From an optimization exercise on the open Yosys and OpenROAD flow, aimed at small area, a short achievable clock period and few clock cycles per item; shortcuts taken in it are not production practice.
Only simulation tests tie the RTL to the original design; equivalence was not proved.

==> flow/design.v (outline; a module is shown in full before it is edited, if it fits) <==
// module casub_flit_enc: 1884 lines
module casub_flit_enc (
    input  wire        clk,
    input  wire        rst,         
    input  wire        in_valid,
    output wire        in_ready,
    input  wire [63:0] in_data,
    output wire        out_valid,
    input  wire        out_ready,
    output wire [63:0] out_data,
    output wire        out_last
);
  // ...
==> flow/flow/run.sh <==
#!/bin/bash
# The standard layout, except:
#  - synthesis is ORFS's synthesis script unchanged, but ABC maps with
#    flow/abc_map.script (area-oriented mapping with no up-sizing; the timing
#    repair later sizes the critical paths) and the 3-input XOR/XNOR cells are
#    added to DONT_USE_CELLS for this step. Registers are mapped by the same
#    dfflibmap pass, so their names and cell types match the standard synthesis.
set -euo pipefail
DU="sky130_fd_sc_hd__probe_p_8 sky130_fd_sc_hd__probec_p_8 sky130_fd_sc_hd__lpflow_bleeder_1 sky130_fd_sc_hd__lpflow_clkbufkapwr_1 sky130_fd_sc_hd__lpflow_clkbufkapwr_16 sky130_fd_sc_hd__lpflow_clkbufkapwr_2 sky130_fd_sc_hd__lpflow_clkbufkapwr_4 sky130_fd_sc_hd__lpflow_clkbufkapwr_8 sky130_fd_sc_hd__lpflow_clkinvkapwr_1 sky130_fd_sc_hd__lpflow_clkinvkapwr_16 sky130_fd_sc_hd__lpflow_clkinvkapwr_2 sky130_fd_sc_hd__lpflow_clkinvkapwr_4 sky130_fd_sc_hd__lpflow_clkinvkapwr_8 sky130_fd_sc_hd__lpflow_decapkapwr_12 sky130_fd_sc_hd__lpflow_decapkapwr_3 sky130_fd_sc_hd__lpflow_decapkapwr_4 sky130_fd_sc_hd__lpflow_decapkapwr_6 sky130_fd_sc_hd__lpflow_decapkapwr_8 sky130_fd_sc_hd__lpflow_inputiso0n_1 sky130_fd_sc_hd__lpflow_inputiso0p_1 sky130_fd_sc_hd__lpflow_inputiso1n_1 sky130_fd_sc_hd__lpflow_inputiso1p_1 sky130_fd_sc_hd__lpflow_inputisolatch_1 sky130_fd_sc_hd__lpflow_isobufsrc_1 sky130_fd_sc_hd__lpflow_isobufsrc_16 sky130_fd_sc_hd__lpflow_isobufsrc_2 sky130_fd_sc_hd__lpflow_isobufsrc_4 sky130_fd_sc_hd__lpflow_isobufsrc_8 sky130_fd_sc_hd__lpflow_isobufsrckapwr_16 sky130_fd_sc_hd__lpflow_lsbuf_lh_hl_isowell_tap_1 sky130_fd_sc_hd__lpflow_lsbuf_lh_hl_isowell_tap_2 sky130_fd_sc_hd__lpflow_lsbuf_lh_hl_isowell_tap_4 sky130_fd_sc_hd__lpflow_lsbuf_lh_isowell_4 sky130_fd_sc_hd__lpflow_lsbuf_lh_isowell_tap_1 sky130_fd_sc_hd__lpflow_lsbuf_lh_isowell_tap_2 sky130_fd_sc_hd__lpflow_lsbuf_lh_isowell_tap_4  sky130_fd_sc_hd__xor3_1 sky130_fd_sc_hd__xor3_2 sky130_fd_sc_hd__xor3_4 sky130_fd_sc_hd__xnor3_1 sky130_fd_sc_hd__xnor3_2 sky130_fd_sc_hd__xnor3_4"
cp -r "$FLOW_HOME/scripts" myscripts
cp flow/abc_map.script myscripts/abc_speed.script
bash standard.sh SCRIPTS_DIR="$PWD/myscripts" "DONT_USE_CELLS=$DU" synth > flow_synth.log 2>&1
bash standard.sh SETUP_SLACK_MARGIN=6.8 'BUFFER_PORTS_ARGS=-buffer_cell sky130_fd_sc_hd__buf_1' finish > flow_standard.log 2>&1
==> flow/flow/abc_map.script <==
&get -n
&st
&dch
&nf
&put
==> flow/standard.sh <==
#!/bin/bash
# synth_recipe.tcl (not shown) runs the flow's synth.tcl, then flattens the netlist and writes it again
# the make line also repeats each setting of config.mk as NAME=value (left out here)
make -C /OpenROAD-flow-scripts/flow DESIGN_CONFIG=/design/flow/config.mk WORK_HOME=/design/flow/orfs CLKGATE_MAP_FILE= SYNTH_SCRIPT=/design/flow/synth_recipe.tcl "${@:-finish}"
==> flow/config.mk <==
export PLATFORM = sky130hd
export DESIGN_NAME = casub_flit_enc
export DESIGN_NICKNAME = casub_flit_enc
export VERILOG_FILES = /design/flow/design.v
export SDC_FILE = /design/flow/constraint.sdc
export NUM_CORES = 4
export LEC_CHECK = 0
export CAP_MARGIN = 20
export CORE_MARGIN = 2
export CORE_UTILIZATION = 40
export PLACE_DENSITY = 0.6
export SLEW_MARGIN = 20
==> flow/constraint.sdc <==
create_clock -name core_clock -period 10.0 [get_ports {clk}]
set_input_delay 2.0000 -clock core_clock [delete_from_list [all_inputs] [get_ports {clk}]]
set_output_delay 2.0000 -clock core_clock [all_outputs]
set_load 0.01 [all_outputs]
==> key figures, run 1 <==
Route
  – Top routing layer in use: met4
  – Total Routed Length: between 100 and 150 mm
  – Met3 WL: about 9 mm

GRT
  – Most used routing layer: met2
  – M3 GR Usage: ~4.1%
  – Largest net degree at the start of global routing: a little over 90

Clock tree
  – Clk latency of the worst-skew pair: 0.57 ns
  – Hold_buf cts: 0

Synth
  – Mux cell area share after synthesis: 2.743%
  – Post-synthesis xor/xnor area fraction: between 50% and 60%
  – Mapped Nets: slightly below 3000
  – Synth Area per Inst: about 9.4 um^2
  – Top-count cell post-synth: xnor2_1

Critical path
  – Cell family with most CP delay: XOR/XNOR gates
  – Worst reg-to-reg path cell count: 12
  – Worst-path maximum fanout: 6

Run status
  – Status: finished clean

Final layout
  – Seq/total area: about 20%
  – Layout Area Growth over Synthesis: 33.89%
  – Commonest cells after routing, fill and taps aside: xnor2_1, xor2_1, buf_4
  – Commonest non-fill, non-tap cell in the layout: xnor2_1
  – Layout clock area frac: 3.712%
  – Non-clk invs: 4

Timing
  – Final WS setup: slightly below 7 ns
  – Slew @ Worst Pin: a little under 1 ns
  – Setup TNS: 0 ns

Place
  – Placed insts: 3982

Die
  – N_taps: 864
  – Core footprint: 0.06586 mm^2
  – Die width: around 260 um

Job
  – Max Cap Violations: 0
Testbench counts, summed over its fixed seeds: cycles 12,296, flits 384.
==> run 2, diff against run 1 <==
--- a/flow/flow/run.sh
+++ b/flow/flow/run.sh
@@ -10,4 +10,4 @@
 cp -r "$FLOW_HOME/scripts" myscripts
 cp flow/abc_map.script myscripts/abc_speed.script
 bash standard.sh SCRIPTS_DIR="$PWD/myscripts" "DONT_USE_CELLS=$DU" synth > flow_synth.log 2>&1
-bash standard.sh SETUP_SLACK_MARGIN=6.8 'BUFFER_PORTS_ARGS=-buffer_cell sky130_fd_sc_hd__buf_1' finish > flow_standard.log 2>&1
+bash standard.sh SETUP_SLACK_MARGIN=6.6 'BUFFER_PORTS_ARGS=-buffer_cell sky130_fd_sc_hd__buf_1' finish > flow_standard.log 2>&1
==> run 2 against run 1 <==
Effect of this change: critical path depth down 1; area after synthesis unchanged; die area did not move; critical endpoint is now out_q[61]$_DFFE_PN_; via count is 3.6% lower; fmax is 4.6% lower; setup slack lost 0.16 ns.
==> key figures, run 2 <==
Synth
  – Post-synthesis xor/xnor area fraction: 56.72% (unchanged)
  – #FFs+latches synth: 332 (unchanged)
  – Leading post-synthesis cells by cell area: xnor2_1, dfxtp_1, xor2_1, edfxtp_1, a211oi_1 (unchanged)
  – Synth top area share: 43.60% (unchanged)
  – Synth Area per Inst: 9.432 um^2 (unchanged)
  – Synth cell types: 23 (unchanged)
  – Synth Area in Compound Gates: 8.634% (unchanged)
  – Syn Inst Count: 2824 (unchanged)
  – Synthesized cell area: 0.02664 mm^2 (unchanged)
  – Number of flops mapped to enable cells by yosys: 64 (unchanged)
  – Most used DFF post-synth: dfxtp_1 (unchanged)
  – Mux cell area share after synthesis: 2.743% (unchanged)
  – Mapped Nets: 2895 (unchanged)
  – Most frequent cells after synthesis: xnor2_1, xor2_1, dfxtp_1, nor2_1, a21oi_1 (unchanged)
  – Dominant cell type by area after synthesis: xnor2_1 (unchanged)
  – Top-count cell post-synth: xnor2_1 (unchanged)
  – Sequential area share after synthesis: 27.36% (unchanged)
  – Post-synthesis adder-cell area fraction: 0.1409% (unchanged)
  – Syn. warnings: 1 (unchanged)
  – Fraction of registers with async set/reset: 0% (unchanged)
  – Synth Area in Simple Gates: 4.378% (unchanged)
  – Main combinational cell family by area after synthesis: XOR/XNOR gates (unchanged)

Critical path
  – Req. time, crit path: 10.30 ns (was 10.32 ns)
  – Worst reg-to-reg path cell count: 11 (was 12)
  – RR Endpoint: out_q[61]$_DFFE_PN_ (was out_q[57]$_DFFE_PN_)
  – Reg2reg setup slack: 6.56 ns (was 6.72 ns)
  – Worst-path maximum fanout: 6 (unchanged)
  – Crit path kind: reg -> reg (unchanged)
  – Setup crit end kind: register (unchanged)
  – Worst r2r src: out_q[47]$_DFFE_PN_ (was out_q[3]$_DFFE_PN_)
  – Arr. time, crit path: 3.74 ns (was 3.60 ns)
  – Worst setup SP type: register (unchanged)

Timing
  – Slew @ Worst Pin: 0.9842 ns (was 0.9946 ns)
  – Setup TNS: 0 ns (unchanged)
  – Clock skew: 0.02964 ns (was 0.02604 ns)
  – Fin crit share: 34.38% (was 32.79%)
  – Final Hold Fails: 0 (unchanged)
  – Max-slew headroom: 34.39% (was 33.70%)
  – Final WS setup: 6.562 ns (was 6.721 ns)
  – RSZ-0062 raised after global routing: true (unchanged)
  – Final setup viols: 0 (unchanged)
  – Minimum clock period: 3.438 ns (was 3.279 ns)
  – Final Max Slew Viols: 0 (unchanged)
  – Maximum clock frequency: 290.9 MHz (was 305.0 MHz)

Job
  – Max Cap Violations: 0 (unchanged)

Place
  – IO Port Bufs: 134 (unchanged)
  – Dpl ws: 5.240 ns (unchanged)
  – Post-DP Area: 0.02955 mm^2 (unchanged)
  – Detail Placement HPWL: 80.10 mm (unchanged)
  – Routability cong.: 1.054 (unchanged)

Run status
  – Status: finished clean (unchanged)

Clock tree
  – Hold_buf cts: 0 (unchanged)
  – Root buffer cell: clkbuf_16 (unchanged)
  – CTS buffer count: 38 (unchanged)
  – # clock sinks: 332 (unchanged)
  – Clk buf depth: 3 (unchanged)
  – Clk latency of the worst-skew pair: 0.57 ns (about the same)
  – H-tree depth: 2 (unchanged)
  – CTS tree: done (unchanged)
  – Worst-path clk slew: 0.06 ns (about the same)

Route
  – Via count: 21478 (was 22276)
  – WL/cell: 25.42 um (was 25.34 um)
  – Total Routed Length: 103.8 mm (was 106.8 mm)
  – DRT Pass-1 Iters: 5 (unchanged)
  – DRC Markers: 0 (unchanged)
  – DR vias/cell: 5.260 (was 5.285)
  – Initial drt markers: 2302 (was 2324)
  – Antenna Nets Post-Route: 0 (unchanged)

Final layout
  – Layout Area Growth over Synthesis: 24.40% (was 33.89%)
  – Area taken by multi-input logic gates: 0.02139 mm^2 (was 0.02264 mm^2)
  – Commonest cells after routing, fill and taps aside: xnor2_1, xor2_1, dfxtp_1 (was xnor2_1, xor2_1, buf_4)
  – Commonest non-fill, non-tap cell in the layout: xnor2_1 (unchanged)
  – Fin area: 0.03314 mm^2 (was 0.03566 mm^2)
  – Final #Nets: 3261 (was 3393)
  – Share of cells above drive strength 1: 13.70% (was 20.74%)
  – Register Area: 0.007293 mm^2 (unchanged)
  – Layout fillers: 6221 (was 5892)
  – ANT cells: 0 (unchanged)

Die
  – Core footprint: 0.06586 mm^2 (unchanged)
  – Initial Utilization: 40.44% (unchanged)
  – Core Rows: 94 (unchanged)
  – Die width: 262.1 um (unchanged)
  – I/O pin count: 135 (unchanged)
  – Full die area: 0.06867 mm^2 (unchanged)
  – Die Y: 262.1 um (unchanged)

Min path
  – Hold Path Origin: sk_q[40]$_DFF_P_ (unchanged)
  – Worst hold path depth: 1 (unchanged)
  – Hold Path End: sk_q[40]$_DFF_P_ (unchanged)
  – Worst hold path class: reg -> reg (unchanged)

GRT
  – First-pass GRT wire length: 147.3 mm (was 149.4 mm)
  – All-layer global routing usage: 29.92% (was 30.27%)
  – Remaining global-route overflow: 0 (unchanged)
  – Vias in the first global route: 20269 (was 20846)
  – Initial antenna violation count: 0 (unchanged)
  – Largest net degree at the start of global routing: 91 (unchanged)
-- run 2: worst max-delay path by stage --
stage | startpoint | to | depth (start not counted)
after floorplan | out_ready | rem0[0]$_SDFFE_PP0N_ | 7
after global placement | in_valid | rem0[6]$_SDFFE_PP0N_ | 9
after detailed placement | in_valid | rem0[6]$_SDFFE_PP0N_ | 9
after CTS | out_q[42]$_DFFE_PN_ | out_q[56]$_DFFE_PN_ | 9
after global routing | out_q[47]$_DFFE_PN_ | out_q[61]$_DFFE_PN_ | 11
final | out_q[47]$_DFFE_PN_ | out_q[61]$_DFFE_PN_ | 11
-- run 2: what timing repair did --
action                                  in CTS  in global routing
pin swaps                                    4                 10
endpoints found under the setup margin     237                 96
gates resized for setup                    144                101
setup buffers                                4                 25
endpoints found under the hold margin        0                  0
cloned                                       3                  0
-- run 2: area by class of cell --
| cell class | count | area share, % |
|---|---|---|
| inverters | 2 | 0.1020 |
| repair buffers | 323 | 6.015 |
| clock buffers | 53 | 3.353 |
| well taps | 864 | 3.262 |
| clock inverters | 16 | 0.6419 |
| repair inverters | 1 | 0.04909 |
| flip-flops and latches | 332 | 22.01 |
| multi-input cells | 2492 | 64.57 |
-- run 2: metrics by stage --
stage / util, % / hold WS, ns / std cells
after CTS: 48.72 / 0.4666 / 4058
after floorplan: - / 0.4390 / 2824
after global placement: 44.86 / 0.4470 / 3982
after detailed placement: 44.87 / 0.4529 / 3982
final: 50.31 / 0.4621 / 4083
after global routing: 50.31 / 0.4812 / 4083
-- run 2: kinds of logic (layout without fill, tap and decap cells) --
kind of cell	after synthesis	after routing
AO/OA/AOI/OAI	397	397
XOR/XNOR	1725	1725
adder cells (fa/ha/maj)	3	3
buffers and inverters	2	395
flip-flops	332	332
multiplexers	65	65
AND/OR/NAND/NOR	300	302
-- run 2: critical path, stage by stage, from the launching register on --
cell	delay, ns
edfxtp_1	0.54
xor2_4	0.39
xor2_1	0.18
buf_4	0.23
xnor2_1	0.14
buf_4	0.23
xor2_2	0.40
xor2_1	0.32
xnor2_1	0.18
xnor2_1	0.11
o21ai_0	0.34
nand2_1	0.10
-- run 2: layer usage --
metal | vias up | wire length (um) | global-route usage (%)
met3 | 196 | 8853 | 4.417
met5 | - | 0 | 0
met2 | 946 | 44830 | 45.06
met4 | 0 | 3995 | 10.73
li1 | 9990 | - | -
met1 | 10346 | 46120 | 43.22
==> run 3, diff against run 2 <==
--- a/flow/flow/run.sh
+++ b/flow/flow/run.sh
@@ -10,4 +10,4 @@
 cp -r "$FLOW_HOME/scripts" myscripts
 cp flow/abc_map.script myscripts/abc_speed.script
 bash standard.sh SCRIPTS_DIR="$PWD/myscripts" "DONT_USE_CELLS=$DU" synth > flow_synth.log 2>&1
-bash standard.sh SETUP_SLACK_MARGIN=6.6 'BUFFER_PORTS_ARGS=-buffer_cell sky130_fd_sc_hd__buf_1' finish > flow_standard.log 2>&1
+bash standard.sh SETUP_SLACK_MARGIN=6.6 'BUFFER_PORTS_ARGS=-buffer_cell sky130_fd_sc_hd__buf_1' CTS_CLUSTER_SIZE=22 CTS_CLUSTER_DIAMETER=100 finish > flow_standard.log 2>&1
==> run 3 against run 2 <==
Effect of this change: first-iteration DRC count is 2.1% lower; utilization is 1.1 points lower; final area is 2.2% lower; wire length is 0.53% lower; non-clock buffer count is 2 lower; register-to-register slack worse by 0.06 ns; global-route usage is 0.29 points lower; via count is 0.49% lower; final cell count is 0.83% lower; largest cell class unchanged; critical path type unchanged.
==> key figures, run 3 <==
Place
  – IO Port Bufs: 134 (unchanged)
  – Detail Placement HPWL: 80.10 mm (unchanged)
  – Dpl ws: 5.240 ns (unchanged)
  – Routability cong.: 1.054 (unchanged)

Critical path
  – Setup crit end kind: register (unchanged)
  – Worst-path maximum fanout: 7 (was 6)
  – Arr. time, crit path: 3.81 ns (was 3.74 ns)
  – Crit path kind: reg -> reg (unchanged)
  – Worst setup SP type: register (unchanged)
  – Req. time, crit path: 10.30 ns (about the same)

Final layout
  – Area taken by multi-input logic gates: 0.02137 mm^2 (was 0.02139 mm^2)
  – Layout fillers: 6296 (was 6221)
  – Final #Nets: 3242 (was 3261)
  – ANT cells: 0 (unchanged)
  – Commonest cells after routing, fill and taps aside: xnor2_1, xor2_1, dfxtp_1 (unchanged)
  – Register Area: 0.007293 mm^2 (unchanged)
  – Layout Area Growth over Synthesis: 21.67% (was 24.40%)
  – Commonest non-fill, non-tap cell in the layout: xnor2_1 (unchanged)
  – Share of cells above drive strength 1: 12.75% (was 13.70%)

Die
  – Core footprint: 0.06586 mm^2 (unchanged)
  – Die Y: 262.1 um (unchanged)
  – Full die area: 0.06867 mm^2 (unchanged)
  – I/O pin count: 135 (unchanged)
  – Core Rows: 94 (unchanged)
  – Die width: 262.1 um (unchanged)
  – Initial Utilization: 40.44% (unchanged)

Clock tree
  – Clk latency of the worst-skew pair: 0.55 ns (was 0.57 ns)
  – H-tree depth: 1 (was 2)
  – Clk buf depth: 3 (unchanged)
  – Root buffer cell: clkbuf_16 (unchanged)
  – CTS buffer count: 21 (was 38)
  – # clock sinks: 332 (unchanged)
  – Worst-path clk slew: 0.09 ns (was 0.06 ns)
  – Hold_buf cts: 0 (unchanged)
  – CTS tree: done (unchanged)

Synth
  – Most frequent cells after synthesis: xnor2_1, xor2_1, dfxtp_1, nor2_1, a21oi_1 (unchanged)
  – Sequential area share after synthesis: 27.36% (unchanged)
  – #FFs+latches synth: 332 (unchanged)
  – Dominant cell type by area after synthesis: xnor2_1 (unchanged)
  – Synth top area share: 43.60% (unchanged)
  – Fraction of registers with async set/reset: 0% (unchanged)
  – Mapped Nets: 2895 (unchanged)
  – Synthesized cell area: 0.02664 mm^2 (unchanged)
  – Most used DFF post-synth: dfxtp_1 (unchanged)
  – Leading post-synthesis cells by cell area: xnor2_1, dfxtp_1, xor2_1, edfxtp_1, a211oi_1 (unchanged)
  – Synth cell types: 23 (unchanged)
  – Syn. warnings: 1 (unchanged)
  – Syn Inst Count: 2824 (unchanged)
  – Number of flops mapped to enable cells by yosys: 64 (unchanged)
  – Synth Area per Inst: 9.432 um^2 (unchanged)
  – Top-count cell post-synth: xnor2_1 (unchanged)

Timing
  – Clock skew: 0.01994 ns (was 0.02964 ns)
  – Final Hold Fails: 0 (unchanged)
  – Setup TNS: 0 ns (unchanged)
  – Final WS setup: 6.499 ns (was 6.562 ns)
  – Fin crit share: 35.01% (was 34.38%)
  – Final setup viols: 0 (unchanged)
  – Maximum clock frequency: 285.6 MHz (was 290.9 MHz)
  – Slew @ Worst Pin: 1.000 ns (was 0.9842 ns)
  – Worst hold slack: 0.4694 ns (was 0.4621 ns)
  – RSZ-0062 raised after global routing: true (unchanged)
  – Max-slew headroom: 33.33% (was 34.39%)
  – Minimum clock period: 3.501 ns (was 3.438 ns)
  – Final Max Slew Viols: 0 (unchanged)

GRT
  – First-pass GRT wire length: 146.4 mm (was 147.3 mm)
  – All-layer global routing usage: 29.63% (was 29.92%)
  – Vias in the first global route: 20110 (was 20269)
  – Largest net degree at the start of global routing: 91 (unchanged)
  – Remaining global-route overflow: 0 (unchanged)
  – Initial antenna violation count: 0 (unchanged)

Route
  – Total Routed Length: 103.2 mm (was 103.8 mm)
  – DRC Markers: 0 (unchanged)
  – DRT Pass-1 Iters: 5 (unchanged)
  – WL/cell: 25.50 um (was 25.42 um)
  – DR vias/cell: 5.278 (was 5.260)
  – Initial drt markers: 2254 (was 2302)
  – Via count: 21372 (was 21478)
  – Antenna Nets Post-Route: 0 (unchanged)

Min path
  – Worst hold path class: reg -> reg (unchanged)

Job
  – Max Cap Violations: 0 (unchanged)

Run status
  – Status: finished clean (unchanged)
-- run 3: critical path, cell delays in order (launching register included) --
cell      delay, ns
edfxtp_1       0.49
xnor2_2        0.17
buf_4          0.24
xnor2_2        0.56
xnor2_1        0.27
xnor2_1        0.42
xnor2_1        0.15
xnor2_1        0.39
xnor2_1        0.24
o21ai_0        0.23
nand2_1        0.08
-- run 3: what timing repair did --
item | CTS | global route
endpoints found under the setup margin | 237 | 120
cloned | 3 | 0
pin swaps | 4 | 10
resized for setup | 141 | 99
hold endpoints to repair | 0 | 0
buffers inserted | 4 | 23
-- run 3: final timing paths --
check	from	to	slack (ns)	depth (start not counted)
setup / recovery	out_q[7]$_DFFE_PN_	out_q[46]$_DFFE_PN_	6.50	10
hold / removal	sk_q[9]$_DFF_P_	sk_q[9]$_DFF_P_	0.47	1
setup reg to reg	out_q[7]$_DFFE_PN_	out_q[46]$_DFFE_PN_	6.50	10
hold reg to reg	sk_q[9]$_DFF_P_	sk_q[9]$_DFF_P_	0.47	1
-- run 3: kinds of logic after synthesis --
logic type	share of synthesized area [%]
xor+xnor	56.72
compound gates	8.634
flops	27.36
simple gates	4.378
mux	2.743
fa+ha+maj	0.1409
buf+inv	0.02819
-- run 3: layout make-up --
class | count | area share, %
inverter | 2 | 0.1042
clock buffer | 29 | 1.714
clock inverter | 8 | 0.2471
timing repair buffer | 321 | 6.104
multi-input combinational | 2492 | 65.94
tap | 864 | 3.336
sequential | 332 | 22.50
timing repair inverter | 1 | 0.05019
-- run 3: metal layers --
layer / GRT usage [%] / routed length (um)
met1: 43.24 / 46610
met4: 9.918 / 3828
met2: 44.90 / 44410
met5: 0 / 0
met3: 3.742 / 8388
-- run 3: per-stage QoR --
stage,instances,util (%),area [um^2]
detailed placement,3982,44.87,29550
floorplan,2824,-,26700
global placement,3982,44.86,29550
global route,4049,49.21,32410
finish,4049,49.21,32410
CTS,4026,47.64,31380
==> run 4, diff against run 3 <==
--- a/flow/flow/run.sh
+++ b/flow/flow/run.sh
@@ -10,4 +10,4 @@
 cp -r "$FLOW_HOME/scripts" myscripts
 cp flow/abc_map.script myscripts/abc_speed.script
 bash standard.sh SCRIPTS_DIR="$PWD/myscripts" "DONT_USE_CELLS=$DU" synth > flow_synth.log 2>&1
-bash standard.sh SETUP_SLACK_MARGIN=6.6 'BUFFER_PORTS_ARGS=-buffer_cell sky130_fd_sc_hd__buf_1' CTS_CLUSTER_SIZE=22 CTS_CLUSTER_DIAMETER=100 finish > flow_standard.log 2>&1
+bash standard.sh SETUP_SLACK_MARGIN=6.6 'BUFFER_PORTS_ARGS=-buffer_cell sky130_fd_sc_hd__buf_1' CAP_MARGIN=5 SLEW_MARGIN=5 finish > flow_standard.log 2>&1
==> run 4 against run 3 <==
Effect of this change: final area grew 1.9%; wire length grew 0.88%; non-clock buffer count grew 5; global-route usage grew 0.19 points; utilization grew 0.93 points; largest cell class unchanged; critical path type unchanged; sequential share of layout area shrank 0.42 points.
==> key figures, run 4 <==
Synth
  – Leading post-synthesis cells by cell area: xnor2_1, dfxtp_1, xor2_1, edfxtp_1, a211oi_1 (unchanged)
  – Synth Area per Inst: 9.432 um^2 (unchanged)
  – Most frequent cells after synthesis: xnor2_1, xor2_1, dfxtp_1, nor2_1, a21oi_1 (unchanged)
  – Top-count cell post-synth: xnor2_1 (unchanged)
  – #FFs+latches synth: 332 (unchanged)
  – Mux cell area share after synthesis: 2.743% (unchanged)
  – Syn Inst Count: 2824 (unchanged)
  – Post-synthesis adder-cell area fraction: 0.1409% (unchanged)
  – Synth Area in Simple Gates: 4.378% (unchanged)
  – Fraction of registers with async set/reset: 0% (unchanged)
  – Synthesized cell area: 0.02664 mm^2 (unchanged)
  – Synth Area in Compound Gates: 8.634% (unchanged)
  – Dominant cell type by area after synthesis: xnor2_1 (unchanged)
  – Synth top area share: 43.60% (unchanged)
  – Post-synthesis xor/xnor area fraction: 56.72% (unchanged)
  – Synth cell types: 23 (unchanged)
  – Most used DFF post-synth: dfxtp_1 (unchanged)
  – Main combinational cell family by area after synthesis: XOR/XNOR gates (unchanged)
  – Sequential area share after synthesis: 27.36% (unchanged)
  – Mapped Nets: 2895 (unchanged)
  – Syn. warnings: 1 (unchanged)
  – Number of flops mapped to enable cells by yosys: 64 (unchanged)

Clock tree
  – CTS buffer count: 39 (was 21)
  – H-tree depth: 2 (was 1)
  – CTS tree: done (unchanged)
  – Root buffer cell: clkbuf_16 (unchanged)
  – # clock sinks: 332 (unchanged)
  – Clk latency of the worst-skew pair: 0.58 ns (was 0.55 ns)
  – Worst-path clk slew: 0.06 ns (was 0.09 ns)
  – Clk buf depth: 3 (unchanged)
  – Hold_buf cts: 0 (unchanged)

Final layout
  – Layout fillers: 6250 (was 6296)
  – Fin area: 0.03302 mm^2 (was 0.03241 mm^2)
  – Commonest non-fill, non-tap cell in the layout: xnor2_1 (unchanged)
  – Non-filler cells in the finished layout: 4088 (was 4049)
  – Share of cells above drive strength 1: 13.40% (was 12.75%)
  – Commonest cells after routing, fill and taps aside: xnor2_1, xor2_1, dfxtp_1 (unchanged)
  – Final #Nets: 3265 (was 3242)
  – ANT cells: 0 (unchanged)
  – Layout Area Growth over Synthesis: 23.97% (was 21.67%)

GRT
  – Largest net degree at the start of global routing: 91 (unchanged)
  – Vias in the first global route: 20294 (was 20110)
  – First-pass GRT wire length: 146.9 mm (was 146.4 mm)
  – Remaining global-route overflow: 0 (unchanged)
  – All-layer global routing usage: 29.82% (was 29.63%)
  – Initial antenna violation count: 0 (unchanged)

Critical path
  – Req. time, crit path: 10.32 ns (was 10.30 ns)
  – CP max stage delay: 0.55 ns (was 0.56 ns)
  – Setup crit end kind: register (unchanged)
  – Crit path kind: reg -> reg (unchanged)
  – Worst-path cell chain: xor2_1 -> buf_4 -> xor2_1 -> buf_4 -> xnor2_4 -> xnor2_1 -> xor2_1 -> xnor2_1 -> xnor2_1 -> o21ai_0 -> nand2_1 (was xnor2_2 -> buf_4 -> xnor2_2 -> xnor2_1 -> xnor2_1 -> xnor2_1 -> xnor2_1 -> xnor2_1 -> o21ai_0 -> nand2_1)
  – Worst-path maximum fanout: 7 (unchanged)
  – CP max stage cell: xor2_1 (was xnor2_2)
  – Worst setup SP type: register (unchanged)
  – Arr. time, crit path: 3.84 ns (was 3.81 ns)

Place
  – Routability cong.: 1.054 (unchanged)
  – IO Port Bufs: 134 (unchanged)
  – Post-DP Area: 0.02955 mm^2 (about the same)
  – Placed insts: 3982 (unchanged)
  – Detail Placement HPWL: 80.19 mm (was 80.10 mm)

Die
  – Core footprint: 0.06586 mm^2 (unchanged)
  – Core Rows: 94 (unchanged)
  – Initial Utilization: 40.44% (unchanged)
  – I/O pin count: 135 (unchanged)
  – Die Y: 262.1 um (unchanged)
  – Full die area: 0.06867 mm^2 (unchanged)
  – Die width: 262.1 um (unchanged)

Run status
  – Status: finished clean (unchanged)

Job
  – Max Cap Violations: 0 (unchanged)

Route
  – DRC Markers: 0 (unchanged)
  – Total Routed Length: 104.2 mm (was 103.2 mm)
  – Initial drt markers: 2236 (was 2254)
  – WL/cell: 25.48 um (was 25.50 um)
  – Antenna Nets Post-Route: 0 (unchanged)
  – DRT Pass-1 Iters: 5 (unchanged)
  – Via count: 21649 (was 21372)
  – DR vias/cell: 5.296 (was 5.278)

Timing
  – Minimum clock period: 3.518 ns (was 3.501 ns)
  – Worst hold slack: 0.4615 ns (was 0.4694 ns)
  – Setup TNS: 0 ns (unchanged)
  – Slew @ Worst Pin: 1.014 ns (was 1.000 ns)
  – Maximum clock frequency: 284.3 MHz (was 285.6 MHz)
  – Final setup viols: 0 (unchanged)
  – Fin crit share: 35.18% (was 35.01%)
  – Final Max Slew Viols: 0 (unchanged)
  – Clock skew: 0.02912 ns (was 0.01994 ns)
  – RSZ-0062 raised after global routing: true (unchanged)
  – Final Hold Fails: 0 (unchanged)
  – Max-slew headroom: 31.90% (was 33.33%)

Min path
  – Worst hold path class: reg -> reg (unchanged)
## run 4: routing by layer
layer  routed length (um)  track usage (%)  part of all wire, %  up-vias
met5                    0                0                    0        -
li1                     -                -                    -    10000
met3                 8461            4.543                  8.1      231
met4                 4359            11.32                  4.2        0
met1                47000            43.15                   45    10461
met2                44330            44.44                   43      957
## run 4: kinds of logic (layout without fill, tap and decap cells)
kind of cell / Yosys count / in the layout
xor gates and xnor gates: 1725 / 1725
AOI/OAI and AO/OA: 397 / 397
DFF: 332 / 332
and+or+nand+nor: 300 / 302
muxes: 65 / 65
adders and majority gates: 3 / 3
buffers and inverters: 2 / 400
## run 4: path summary, 6_finish.rpt
kind	startpoint	slack, ns	endpoint	cells after the start
worst max-delay path	out_q[35]$_DFFE_PN_	6.48	out_q[60]$_DFFE_PN_	11
worst min-delay path	sk_q[44]$_DFF_P_	0.46	sk_q[44]$_DFF_P_	1
worst max register to register	out_q[35]$_DFFE_PN_	6.48	out_q[60]$_DFFE_PN_	11
worst min register to register	sk_q[44]$_DFF_P_	0.46	sk_q[44]$_DFF_P_	1
## run 4: worst max-delay path, delay by kind of cell, from the launching register on
kind	cells	cell delay, ns
xor gates and xnor gates	7	2.02
DFF	1	0.50
buffers and inverters	2	0.41
AOI/OAI and AO/OA	1	0.26
and+or+nand+nor	1	0.08
## run 4: cell type report
cell class | count | area, um^2 | area share [%]
inverters | 2 | 33.78 | 0.1023
clock inverters | 15 | 96.34 | 0.2918
repair inverters | 1 | 16.27 | 0.04926
well taps | 864 | 1081 | 3.274
repair buffers | 326 | 2061 | 6.241
multi-input cells | 2492 | 21300 | 64.50
clock buffers | 56 | 1142 | 3.460
flip-flops and latches | 332 | 7293 | 22.09
## run 4: per-stage QoR
stage | utilization (%) | setup WS [ns]
5_1_grt | 50.13 | 6.466
3_5_place_dp | 44.86 | 5.218
3_3_place_gp | 44.86 | 5.259
4_1_cts | 48.48 | 6.412
6_report | 50.13 | 6.482
2_1_floorplan | - | 5.508
## run 4: repair_timing
action,CTS,global route
setup buffers,3,29
cloned,3,0
pin swaps,3,11
resized for setup,136,99
endpoints found under the setup margin,236,170
==> run 5, diff against run 4 <==
--- a/flow/flow/run.sh
+++ b/flow/flow/run.sh
@@ -10,4 +10,4 @@
 cp -r "$FLOW_HOME/scripts" myscripts
 cp flow/abc_map.script myscripts/abc_speed.script
 bash standard.sh SCRIPTS_DIR="$PWD/myscripts" "DONT_USE_CELLS=$DU" synth > flow_synth.log 2>&1
-bash standard.sh SETUP_SLACK_MARGIN=6.6 'BUFFER_PORTS_ARGS=-buffer_cell sky130_fd_sc_hd__buf_1' CAP_MARGIN=5 SLEW_MARGIN=5 finish > flow_standard.log 2>&1
+bash standard.sh SETUP_SLACK_MARGIN=6.6 'BUFFER_PORTS_ARGS=-buffer_cell sky130_fd_sc_hd__buf_1' CTS_CLUSTER_SIZE=22 CTS_CLUSTER_DIAMETER=100 CORE_UTILIZATION=55 PLACE_DENSITY=0.72 finish > flow_standard.log 2>&1
==> run 5 against run 4 <==
Effect of this change: synthesized cell count is the same; largest cell class unchanged; count of clock-buffer cells in the layout shrank 26; die area shrank 27%.
==> key figures, run 5 <==
Die
  – Full die area: 0.05021 mm^2 (was 0.06867 mm^2)
  – Initial Utilization: 55.79% (was 40.44%)
  – Core footprint: 0.04775 mm^2 (was 0.06586 mm^2)
  – Die width: 224.1 um (was 262.1 um)
  – Die Y: 224.1 um (was 262.1 um)
  – I/O pin count: 135 (unchanged)
  – Core Rows: 80 (was 94)

Critical path
  – Cell family with most CP delay: XOR/XNOR gates (unchanged)
  – Req. time, crit path: 10.31 ns (was 10.32 ns)
  – Crit path buf inv count: 1 (was 2)
  – Arr. time, crit path: 3.83 ns (was 3.84 ns)
  – CP max stage delay: 0.55 ns (about the same)
  – Worst setup SP type: register (unchanged)
  – Setup crit end kind: register (unchanged)
  – Most frequent CP cell: xnor2_1
  – Worst-path maximum fanout: 6 (was 7)
  – Worst-path cell chain: xor2_1 -> buf_4 -> xnor2_2 -> xnor2_2 -> xor2_1 -> xnor2_1 -> xnor2_1 -> xnor2_1 -> o21ai_0 -> nand2_1 (was xor2_1 -> buf_4 -> xor2_1 -> buf_4 -> xnor2_4 -> xnor2_1 -> xor2_1 -> xnor2_1 -> xnor2_1 -> o21ai_0 -> nand2_1)
  – CP max stage cell: edfxtp_1 (was xor2_1)
  – Crit path kind: reg -> reg (unchanged)

Clock tree
  – Worst-path clk slew: 0.09 ns (was 0.06 ns)
  – H-tree depth: 1 (was 2)
  – CTS tree: done (unchanged)
  – CTS buffer count: 20 (was 39)
  – Clk buf depth: 3 (unchanged)
  – Root buffer cell: clkbuf_16 (unchanged)
  – # clock sinks: 332 (unchanged)
  – Clk latency of the worst-skew pair: 0.57 ns (was 0.58 ns)
  – Hold_buf cts: 0 (unchanged)

Synth
  – Dominant cell type by area after synthesis: xnor2_1 (unchanged)
  – Main combinational cell family by area after synthesis: XOR/XNOR gates (unchanged)
  – Most frequent cells after synthesis: xnor2_1, xor2_1, dfxtp_1, nor2_1, a21oi_1 (unchanged)
  – Fraction of registers with async set/reset: 0% (unchanged)
  – Number of flops mapped to enable cells by yosys: 64 (unchanged)
  – Synth Area in Compound Gates: 8.634% (unchanged)
  – Synth top area share: 43.60% (unchanged)
  – #FFs+latches synth: 332 (unchanged)
  – Sequential area share after synthesis: 27.36% (unchanged)
  – Mux cell area share after synthesis: 2.743% (unchanged)
  – Leading post-synthesis cells by cell area: xnor2_1, dfxtp_1, xor2_1, edfxtp_1, a211oi_1 (unchanged)
  – Syn Inst Count: 2824 (unchanged)
  – Synthesized cell area: 0.02664 mm^2 (unchanged)
  – Post-synthesis adder-cell area fraction: 0.1409% (unchanged)
  – Post-synthesis xor/xnor area fraction: 56.72% (unchanged)
  – Syn. warnings: 1 (unchanged)
  – Mapped Nets: 2895 (unchanged)
  – Top-count cell post-synth: xnor2_1 (unchanged)
  – Synth Area per Inst: 9.432 um^2 (unchanged)
  – Synth cell types: 23 (unchanged)
  – Synth Area in Simple Gates: 4.378% (unchanged)
  – Most used DFF post-synth: dfxtp_1 (unchanged)

Timing
  – Minimum clock period: 3.521 ns (was 3.518 ns)
  – Clock skew: 0.02171 ns (was 0.02912 ns)
  – Maximum clock frequency: 284.0 MHz (was 284.3 MHz)
  – Setup TNS: 0 ns (unchanged)
  – Fin crit share: 35.21% (was 35.18%)
  – Worst hold slack: 0.4720 ns (was 0.4615 ns)
  – RSZ-0062 raised after global routing: true (unchanged)
  – Slew @ Worst Pin: 1.028 ns (was 1.014 ns)
  – Final Max Slew Viols: 0 (unchanged)
  – Final Hold Fails: 0 (unchanged)
  – Max-slew headroom: 31.48% (was 31.90%)
  – Final setup viols: 0 (unchanged)

GRT
  – Initial antenna violation count: 1 (was 0)
  – First-pass GRT wire length: 153.5 mm (was 146.9 mm)
  – Remaining global-route overflow: 0 (unchanged)
  – All-layer global routing usage: 42.26% (was 29.82%)
  – Vias in the first global route: 21981 (was 20294)
  – Largest net degree at the start of global routing: 126 (was 91)

Route
  – Antenna Nets Post-Route: 0 (unchanged)
  – DRC Markers: 0 (unchanged)
  – Via count: 22749 (was 21649)
  – DR vias/cell: 6.012 (was 5.296)
  – WL/cell: 28.72 um (was 25.48 um)
  – DRT Pass-1 Iters: 5 (unchanged)
  – Initial drt markers: 3294 (was 2236)
  – Total Routed Length: 108.7 mm (was 104.2 mm)

Final layout
  – Commonest cells after routing, fill and taps aside: xnor2_1, xor2_1, dfxtp_1 (unchanged)
  – Layout Area Growth over Synthesis: 20.19% (was 23.97%)
  – Share of cells above drive strength 1: 12.53% (was 13.40%)
  – Fin area: 0.03201 mm^2 (was 0.03302 mm^2)
  – Commonest non-fill, non-tap cell in the layout: xnor2_1 (unchanged)
  – ANT cells: 0 (unchanged)
  – Fin util: 67.05% (was 50.13%)
  – Final #Nets: 3226 (was 3265)

Min path
  – Worst hold path class: reg -> reg (unchanged)

Job
  – Max Cap Violations: 0 (unchanged)

Place
  – Routability cong.: 1.161 (was 1.054)
  – Post-DP Area: 0.02923 mm^2 (was 0.02955 mm^2)
  – IO Port Bufs: 134 (unchanged)
  – Detail Placement HPWL: 82.12 mm (was 80.19 mm)

Run status
  – Status: finished clean (unchanged)
run 5: repair_timing:
action                     in CTS  in global routing
buffers inserted                9                  8
pin swaps                       5                  6
gates cloned                    3                  1
setup endpoints to repair     256                140
gates resized for setup       133                102
run 5: area by class of cell:
class                      instances  area [um^2]
multi-input combinational       2491        21350
fill                            3858        15730
sequential                       332         7293
timing repair buffer             307         1912
tap                              615        769.5
clock buffer                      30        559.3
clock inverter                     6        78.83
inverter                           2        33.78
timing repair inverter             1        16.27
run 5: final timing paths:
check,endpoint,start,cells after the start,slack (ns)
max,out_q[28]$_DFFE_PN_,out_q[12]$_DFFE_PN_,10,6.48
min,sk_q[19]$_DFF_P_,sk_q[19]$_DFF_P_,1,0.47
max reg2reg,out_q[28]$_DFFE_PN_,out_q[12]$_DFFE_PN_,10,6.48
min reg2reg,sk_q[19]$_DFF_P_,sk_q[19]$_DFF_P_,1,0.47
run 5: cells by family after synthesis:
| group | count (synthesis) |
|---|---|
| mux | 65 |
| fa+ha+maj | 3 |
| flops | 332 |
| buf+inv | 2 |
| simple gates | 300 |
| xor+xnor | 1725 |
| compound gates | 397 |
run 5: stage by stage:
stage                     instances  setup slack [ns]
after floorplan                2824             5.508
after global placement         3727             5.412
after detailed placement       3727             5.252
after CTS                      3775             6.533
after global routing           3784             6.489
final                          3784             6.479
run 5: metal layers:
layer  global-route usage [%]  part of all wire [%]  vias to the layer above
li1                         -                     -                     9922
met1                    58.55                    40                    10922
met3                    8.932                    12                      329
met4                    19.59                   5.8                        0
met5                        0                     0                        -
met2                    62.88                    43                     1576
==> run 6, diff against run 5 <==
--- a/flow/flow/run.sh
+++ b/flow/flow/run.sh
@@ -10,4 +10,4 @@
 cp -r "$FLOW_HOME/scripts" myscripts
 cp flow/abc_map.script myscripts/abc_speed.script
 bash standard.sh SCRIPTS_DIR="$PWD/myscripts" "DONT_USE_CELLS=$DU" synth > flow_synth.log 2>&1
-bash standard.sh SETUP_SLACK_MARGIN=6.6 'BUFFER_PORTS_ARGS=-buffer_cell sky130_fd_sc_hd__buf_1' CTS_CLUSTER_SIZE=22 CTS_CLUSTER_DIAMETER=100 CORE_UTILIZATION=55 PLACE_DENSITY=0.72 finish > flow_standard.log 2>&1
+bash standard.sh SETUP_SLACK_MARGIN=6.6 'BUFFER_PORTS_ARGS=-buffer_cell sky130_fd_sc_hd__buf_1' CTS_CLUSTER_SIZE=30 CTS_CLUSTER_DIAMETER=90 finish > flow_standard.log 2>&1
==> run 6 against run 5 <==
Effect of this change: critical endpoint is now out_q[61]$_DFFE_PN_; utilization shrank 17 points; final area rose by 2.0%; clock skew up 0.022 ns; area after synthesis is the same.
==> key figures, run 6 <==
GRT
  – M3 GR Usage: 3.270% (was 8.932%)
  – Initial antenna violation count: 0 (was 1)
  – Largest net degree at the start of global routing: 91 (was 126)
  – Most used routing layer: met2 (unchanged)
  – Met2 Use GR: 44.65% (was 62.88%)
  – First-pass GRT wire length: 146.2 mm (was 153.5 mm)
  – Remaining global-route overflow: 0 (unchanged)
  – Vias in the first global route: 20144 (was 21981)
  – All-layer global routing usage: 29.56% (was 42.26%)
  – Met1 usage in global routing: 43.50% (was 58.55%)

Synth
  – Most used DFF post-synth: dfxtp_1 (unchanged)
  – Synth cell types: 23 (unchanged)
  – Syn Inst Count: 2824 (unchanged)
  – Mapped Nets: 2895 (unchanged)
  – Fraction of registers with async set/reset: 0% (unchanged)
  – Sequential area share after synthesis: 27.36% (unchanged)
  – #FFs+latches synth: 332 (unchanged)
  – Leading post-synthesis cells by cell area: xnor2_1, dfxtp_1, xor2_1, edfxtp_1, a211oi_1 (unchanged)
  – Syn. warnings: 1 (unchanged)
  – Synthesized cell area: 0.02664 mm^2 (unchanged)
  – Dominant cell type by area after synthesis: xnor2_1 (unchanged)
  – Synth Area per Inst: 9.432 um^2 (unchanged)
  – Synth top area share: 43.60% (unchanged)
  – Top-count cell post-synth: xnor2_1 (unchanged)
  – Most frequent cells after synthesis: xnor2_1, xor2_1, dfxtp_1, nor2_1, a21oi_1 (unchanged)
  – Number of flops mapped to enable cells by yosys: 64 (unchanged)

Critical path
  – Worst reg-to-reg path cell count: 11 (was 10)
  – Req. time, crit path: 10.31 ns (about the same)
  – Crit path to: out_q[61]$_DFFE_PN_ (was out_q[28]$_DFFE_PN_)
  – Arr. time, crit path: 3.78 ns (was 3.83 ns)
  – Reg2reg setup slack: 6.54 ns (was 6.48 ns)
  – Setup crit end kind: register (unchanged)
  – Worst r2r src: out_q[47]$_DFFE_PN_ (was out_q[12]$_DFFE_PN_)
  – RR Endpoint: out_q[61]$_DFFE_PN_ (was out_q[28]$_DFFE_PN_)
  – Worst setup SP type: register (unchanged)
  – Critical Path Source: out_q[47]$_DFFE_PN_ (was out_q[12]$_DFFE_PN_)
  – Worst-path maximum fanout: 6 (unchanged)
  – Crit path kind: reg -> reg (unchanged)

Clock tree
  – Clk latency of the worst-skew pair: 0.57 ns (about the same)
  – H-tree depth: 1 (unchanged)
  – Root buffer cell: clkbuf_16 (unchanged)
  – Clk buf depth: 3 (unchanged)
  – CTS tree: done (unchanged)
  – # clock sinks: 332 (unchanged)
  – Worst-path clk slew: 0.11 ns (was 0.09 ns)
  – Hold_buf cts: 0 (unchanged)
  – CTS buffer count: 20 (unchanged)

Die
  – I/O pin count: 135 (unchanged)
  – Die Y: 262.1 um (was 224.1 um)
  – Core Rows: 94 (was 80)
  – Core footprint: 0.06586 mm^2 (was 0.04775 mm^2)
  – Full die area: 0.06867 mm^2 (was 0.05021 mm^2)
  – Initial Utilization: 40.44% (was 55.79%)
  – Die width: 262.1 um (was 224.1 um)

Timing
  – RSZ-0062 raised after global routing: true (unchanged)
  – Final WS setup: 6.538 ns (was 6.479 ns)
  – Fin crit share: 34.62% (was 35.21%)
  – Clock skew: 0.04337 ns (was 0.02171 ns)
  – Max-slew headroom: 33.92% (was 31.48%)
  – Final Hold Fails: 0 (unchanged)
  – Maximum clock frequency: 288.8 MHz (was 284.0 MHz)
  – Slew @ Worst Pin: 0.9912 ns (was 1.028 ns)
  – Final Max Slew Viols: 0 (unchanged)
  – Minimum clock period: 3.462 ns (was 3.521 ns)
  – Setup TNS: 0 ns (unchanged)
  – Final setup viols: 0 (unchanged)

Route
  – DR vias/cell: 5.281 (was 6.012)
  – DRC Markers: 0 (unchanged)
  – Initial drt markers: 2420 (was 3294)
  – WL/cell: 25.44 um (was 28.72 um)
  – Antenna Nets Post-Route: 0 (unchanged)
  – DRT Pass-1 Iters: 5 (unchanged)
  – Via count: 21419 (was 22749)
  – Total Routed Length: 103.2 mm (was 108.7 mm)

Final layout
  – Commonest non-fill, non-tap cell in the layout: xnor2_1 (unchanged)
  – Non-filler cells in the finished layout: 4056 (was 3784)
  – Fin area: 0.03264 mm^2 (was 0.03201 mm^2)
  – Commonest cells after routing, fill and taps aside: xnor2_1, xor2_1, dfxtp_1 (unchanged)
  – Final #Nets: 3249 (was 3226)
  – ANT cells: 0 (unchanged)
  – Layout Area Growth over Synthesis: 22.55% (was 20.19%)
  – Layout fillers: 6262 (was 3858)
  – Share of cells above drive strength 1: 13.31% (was 12.53%)

Job
  – Max Cap Violations: 0 (unchanged)

Place
  – Detail Placement HPWL: 80.10 mm (was 82.12 mm)
  – Post-DP Area: 0.02955 mm^2 (was 0.02923 mm^2)
  – Placed insts: 3982 (was 3727)
  – Dpl ws: 5.240 ns (was 5.252 ns)
  – IO Port Bufs: 134 (unchanged)
  – Routability cong.: 1.054 (was 1.161)

Run status
  – Status: finished clean (unchanged)

Min path
  – Worst hold path class: reg -> reg (unchanged)
==> run 6: cell counts after synthesis <==
No cell type changed its count.
==> run 6: worst min path at each step <==
stage,startpoint,endpoint,slack (ns),depth (start not counted)
6_report,sk_q[40]$_DFF_P_,sk_q[40]$_DFF_P_,0.47,1
2_1_floorplan,sk_q[0]$_DFF_P_,sk_q[0]$_DFF_P_,0.44,1
4_1_cts,sk_q[46]$_DFF_P_,sk_q[46]$_DFF_P_,0.48,1
5_1_grt,sk_q[35]$_DFF_P_,sk_q[35]$_DFF_P_,0.49,1
3_5_place_dp,sk_q[34]$_DFF_P_,sk_q[34]$_DFF_P_,0.45,1
3_3_place_gp,sk_q[27]$_DFF_P_,sk_q[27]$_DFF_P_,0.45,1
==> run 6: worst max-delay path, stage by stage (launching register included) <==
cell and delay (ns):
edfxtp_1 0.57, xor2_4 0.40, xor2_1 0.18, buf_4 0.23
xnor2_1 0.14, buf_4 0.23, xor2_2 0.39, xor2_1 0.33
xnor2_1 0.18, xnor2_1 0.12, o21ai_0 0.34, nand2_1 0.09
==> run 6: timing repair <==
item / in CTS / in global routing
gates resized for setup: 147 / 105
gates cloned: 3 / 0
endpoints found under the setup margin: 236 / 112
setup buffers: 7 / 28
pin swaps: 4 / 9
==> run 6: logic make-up after synthesis <==
logic type	share of synthesized area [%]
xor gates and xnor gates	56.72
AOI/OAI and AO/OA	8.634
DFF	27.36
and+or+nand+nor	4.378
muxes	2.743
adders and majority gates	0.1409
buffers and inverters	0.02819
==> run 6: final cells by class <==
| cell class | count | area, um^2 | share of cell area (%) |
|---|---|---|---|
| Inverter | 2 | 33.78 | 0.1035 |
| Clock inverter | 13 | 207.7 | 0.6363 |
| Timing Repair inverter | 1 | 16.27 | 0.04983 |
| Tap cell | 864 | 1081 | 3.312 |
| Sequential cell | 332 | 7293 | 22.34 |
| Multi-Input combinational cell | 2492 | 21430 | 65.64 |
| Timing Repair Buffer | 329 | 2049 | 6.279 |
| Clock buffer | 23 | 533.0 | 1.633 |
==> run 6: metal layers <==
metal / vias to the layer above / part of all wire [%]
met4: 0 / 3.7
met5: - / 0
met1: 10337 / 45
met3: 190 / 8.6
li1: 9945 / -
met2: 947 / 43
==> run 6: metrics by stage <==
stage	hold slack (ns)	util, %
after floorplan	0.4390	-
after global placement	0.4470	44.86
after detailed placement	0.4529	44.87
after CTS	0.4780	47.95
after global routing	0.4910	49.56
final	0.4729	49.56
==> run 7, diff against run 6 <==
--- a/flow/flow/run.sh
+++ b/flow/flow/run.sh
@@ -10,4 +10,4 @@
 cp -r "$FLOW_HOME/scripts" myscripts
 cp flow/abc_map.script myscripts/abc_speed.script
 bash standard.sh SCRIPTS_DIR="$PWD/myscripts" "DONT_USE_CELLS=$DU" synth > flow_synth.log 2>&1
-bash standard.sh SETUP_SLACK_MARGIN=6.6 'BUFFER_PORTS_ARGS=-buffer_cell sky130_fd_sc_hd__buf_1' CTS_CLUSTER_SIZE=30 CTS_CLUSTER_DIAMETER=90 finish > flow_standard.log 2>&1
+bash standard.sh SETUP_SLACK_MARGIN=6.6 'BUFFER_PORTS_ARGS=-buffer_cell sky130_fd_sc_hd__buf_1' CTS_CLUSTER_SIZE=22 CTS_CLUSTER_DIAMETER=100 GPL_TIMING_DRIVEN=0 finish > flow_standard.log 2>&1
==> run 7 against run 6 <==
Effect of this change: largest cell class unchanged; final area rose by 12%; critical path depth fell by 2; non-clock buffer count rose by 93.
==> key figures, run 7 <==
GRT
  – Remaining global-route overflow: 0 (unchanged)
  – Initial antenna violation count: 0 (unchanged)
  – Vias in the first global route: 20435 (was 20144)
  – Largest net degree at the start of global routing: 129 (was 91)
  – First-pass GRT wire length: 153.0 mm (was 146.2 mm)
  – All-layer global routing usage: 31.43% (was 29.56%)

Final layout
  – Share of cells above drive strength 1: 20.25% (was 13.31%)
  – Commonest cells after routing, fill and taps aside: xnor2_1, xor2_1, dfxtp_1 (unchanged)
  – Layout Area Growth over Synthesis: 37.43% (was 22.55%)
  – Area taken by multi-input logic gates: 0.02401 mm^2 (was 0.02143 mm^2)
  – Layout fillers: 5864 (was 6262)
  – ANT cells: 0 (unchanged)
  – Commonest non-fill, non-tap cell in the layout: xnor2_1 (unchanged)
  – Final #Nets: 3344 (was 3249)
  – Register Area: 0.007293 mm^2 (unchanged)

Route
  – Via count: 22028 (was 21419)
  – WL/cell: 26.44 um (was 25.44 um)
  – Antenna Nets Post-Route: 0 (unchanged)
  – DRC Markers: 0 (unchanged)
  – Total Routed Length: 109.8 mm (was 103.2 mm)
  – Initial drt markers: 2262 (was 2420)
  – DR vias/cell: 5.304 (was 5.281)
  – DRT Pass-1 Iters: 7 (was 5)

Clock tree
  – Root buffer cell: clkbuf_16 (unchanged)
  – Hold_buf cts: 0 (unchanged)
  – # clock sinks: 332 (unchanged)
  – H-tree depth: 1 (unchanged)
  – CTS tree: done (unchanged)
  – Worst-path clk slew: 0.09 ns (was 0.11 ns)
  – CTS buffer count: 22 (was 20)
  – Clk latency of the worst-skew pair: 0.58 ns (was 0.57 ns)
  – Clk buf depth: 3 (unchanged)

Timing
  – Slew @ Worst Pin: 1.028 ns (was 0.9912 ns)
  – Final Hold Fails: 0 (unchanged)
  – Clock skew: 0.03038 ns (was 0.04337 ns)
  – Fin crit share: 34.75% (was 34.62%)
  – Setup TNS: 0 ns (unchanged)
  – Max-slew headroom: 31.15% (was 33.92%)
  – Final setup viols: 0 (unchanged)
  – RSZ-0062 raised after global routing: true (unchanged)
  – Minimum clock period: 3.475 ns (was 3.462 ns)
  – Maximum clock frequency: 287.8 MHz (was 288.8 MHz)
  – Final Max Slew Viols: 0 (unchanged)

Synth
  – Synth top area share: 43.60% (unchanged)
  – Synth Area per Inst: 9.432 um^2 (unchanged)
  – Syn. warnings: 1 (unchanged)
  – Number of flops mapped to enable cells by yosys: 64 (unchanged)
  – Mapped Nets: 2895 (unchanged)
  – Leading post-synthesis cells by cell area: xnor2_1, dfxtp_1, xor2_1, edfxtp_1, a211oi_1 (unchanged)
  – #FFs+latches synth: 332 (unchanged)
  – Most frequent cells after synthesis: xnor2_1, xor2_1, dfxtp_1, nor2_1, a21oi_1 (unchanged)
  – Dominant cell type by area after synthesis: xnor2_1 (unchanged)
  – Most used DFF post-synth: dfxtp_1 (unchanged)
  – Synthesized cell area: 0.02664 mm^2 (unchanged)
  – Top-count cell post-synth: xnor2_1 (unchanged)
  – Sequential area share after synthesis: 27.36% (unchanged)
  – Fraction of registers with async set/reset: 0% (unchanged)
  – Syn Inst Count: 2824 (unchanged)
  – Synth cell types: 23 (unchanged)

Die
  – I/O pin count: 135 (unchanged)
  – Die width: 262.1 um (unchanged)
  – Die Y: 262.1 um (unchanged)
  – Full die area: 0.06867 mm^2 (unchanged)
  – Core footprint: 0.06586 mm^2 (unchanged)
  – Initial Utilization: 40.44% (unchanged)
  – Core Rows: 94 (unchanged)

Job
  – Max Cap Violations: 0 (unchanged)

Critical path
  – Crit path buf inv count: 0 (was 2)
  – Req. time, crit path: 10.31 ns (about the same)
  – Most frequent CP cell: xnor2_2 (was xnor2_1)
  – Worst-path cell chain: xor2_4 -> xnor2_4 -> xor2_4 -> xor2_2 -> xnor2_2 -> xnor2_2 -> xnor2_2 -> o21ai_0 -> nand2_1 (was xor2_4 -> xor2_1 -> buf_4 -> xnor2_1 -> buf_4 -> xor2_2 -> xor2_1 -> xnor2_1 -> xnor2_1 -> o21ai_0 -> nand2_1)
  – Crit path kind: reg -> reg (unchanged)
  – Worst-path maximum fanout: 5 (was 6)
  – Setup crit end kind: register (unchanged)
  – Arr. time, crit path: 3.78 ns (about the same)
  – Worst setup SP type: register (unchanged)
  – CP max stage cell: edfxtp_1 (unchanged)
  – Cell family with most CP delay: XOR/XNOR gates (unchanged)
  – CP max stage delay: 0.57 ns (about the same)

Place
  – IO Port Bufs: 134 (unchanged)
  – Detail Placement HPWL: 82.99 mm (was 80.10 mm)
  – Routability cong.: 1.044 (was 1.054)

Run status
  – Status: finished clean (unchanged)

Min path
  – Worst hold path class: reg -> reg (unchanged)
==> run 7: cell counts after synthesis <==
No cell type changed its count.
==> run 7: area by class of cell <==
type | count | area share (%)
Inverter | 2 | 0.09228
Clock inverter | 7 | 0.2734
Tap cell | 864 | 2.953
Timing Repair Buffer | 422 | 9.382
Sequential cell | 332 | 19.92
Clock buffer | 33 | 1.733
Multi-Input combinational cell | 2492 | 65.60
Timing Repair inverter | 1 | 0.04443
==> run 7: per-layer routing <==
| layer | vias up | GRT usage (%) | wire length [um] |
|---|---|---|---|
| met4 | 0 | 12.12 | 4756 |
| met5 | - | 0 | 0 |
| met2 | 976 | 47.57 | 48300 |
| met3 | 208 | 4.659 | 9365 |
| li1 | 10154 | - | - |
| met1 | 10690 | 44.96 | 47390 |
==> run 7: final timing paths <==
kind | from | end | slack [ns] | depth (start not counted)
max | out_q[21]$_DFFE_PN_ | out_q[54]$_DFFE_PN_ | 6.52 | 9
min | sk_q[33]$_DFF_P_ | sk_q[33]$_DFF_P_ | 0.47 | 1
max reg2reg | out_q[21]$_DFFE_PN_ | out_q[54]$_DFFE_PN_ | 6.52 | 9
min reg2reg | sk_q[33]$_DFF_P_ | sk_q[33]$_DFF_P_ | 0.47 | 1
==> run 7: timing repair <==
| item | CTS | global route |
|---|---|---|
| pin swaps | 34 | 53 |
| buffers inserted | 64 | 177 |
| setup endpoints to repair | 250 | 132 |
| gates cloned | 3 | 0 |
| resized for setup | 350 | 87 |
==> run 7: logic make-up (layout without fill, tap and decap cells) <==
logic type | Yosys count | in the layout | share of synthesized area (%)
AOI/OAI and AO/OA | 397 | 397 | 8.634
xor gates and xnor gates | 1725 | 1725 | 56.72
adders and majority gates | 3 | 3 | 0.1409
buffers and inverters | 2 | 465 | 0.02819
DFF | 332 | 332 | 27.36
muxes | 65 | 65 | 2.743
and+or+nand+nor | 300 | 302 | 4.378
==> run 7: per-stage QoR <==
step,utilization (%),hold WS [ns],instances,instance area [um^2],setup slack [ns]
final,55.58,0.4704,4153,36610,6.525
after global placement,42.94,0.4464,3822,28280,0.8415
after CTS,51.94,0.4735,3976,34210,6.537
after detailed placement,45.01,0.4515,3869,29640,4.942
after global routing,55.58,0.4886,4153,36610,6.454
after floorplan,-,0.4390,2824,26700,5.508
==> run 7: worst reg2reg max path, cell delays in order, from the launching register on <==
cell and delay (ns):
edfxtp_1 0.57, xor2_4 0.27, xnor2_4 0.39, xor2_4 0.44, xor2_2 0.21, xnor2_2 0.45, xnor2_2 0.18, xnor2_2 0.26
o21ai_0 0.36, nand2_1 0.09

==> afterwards: timing with drivers on the ports <==
How much do the figures lean on ideal ports? The routed layouts below were timed once more, with nothing changed but the port constraints. Step 1: set_driving_cell puts a clkbuf_16 on clk and a buf_2 on each other input, an assumption about the parent block. Step 2 adds t to the input delays and takes it off the output delays; t is the mean of the earliest and latest rising clock arrival at the registers after step 1. Input paths then give back, and output paths get back, about the clock's delay inside the block. a / b / c = ideal ports / drivers / drivers and shift; a / b = the first two.
| run | shift t [ns] | setup slack, ns | worst setup path at the end | latest minus earliest clock arrival (ns) | worst register clock-pin slew, ns |
|---|---|---|---|---|---|
| run 1 | 0.620 | 6.721 / 6.689 / 6.264 | input to register | 0.027 / 0.028 | 0.07 / 0.07 |
| run 2 | 0.627 | 6.562 / 6.551 / 6.181 | input to register | 0.030 / 0.029 | 0.07 / 0.07 |
| run 3 | 0.610 | 6.499 / 6.499 / 6.160 | input to register | 0.028 / 0.028 | 0.10 / 0.10 |
| run 4 | 0.619 | 6.482 / 6.482 / 6.142 | input to register | 0.033 / 0.033 | 0.07 / 0.07 |
| run 5 | 0.620 | 6.479 / 6.479 / 6.024 | input to register | 0.022 / 0.022 | 0.10 / 0.10 |
| run 6 | 0.617 | 6.538 / 6.521 / 6.140 | input to register | 0.044 / 0.044 | 0.11 / 0.11 |
| run 7 | 0.624 | 6.525 / 6.525 / 6.093 | input to register | 0.032 / 0.032 | 0.10 / 0.10 |
After both steps every run listed still meets setup and hold. For run 1, which loses most, drivers alone change the setup slack by -0.032 ns; drivers and shift together by -0.457 ns.
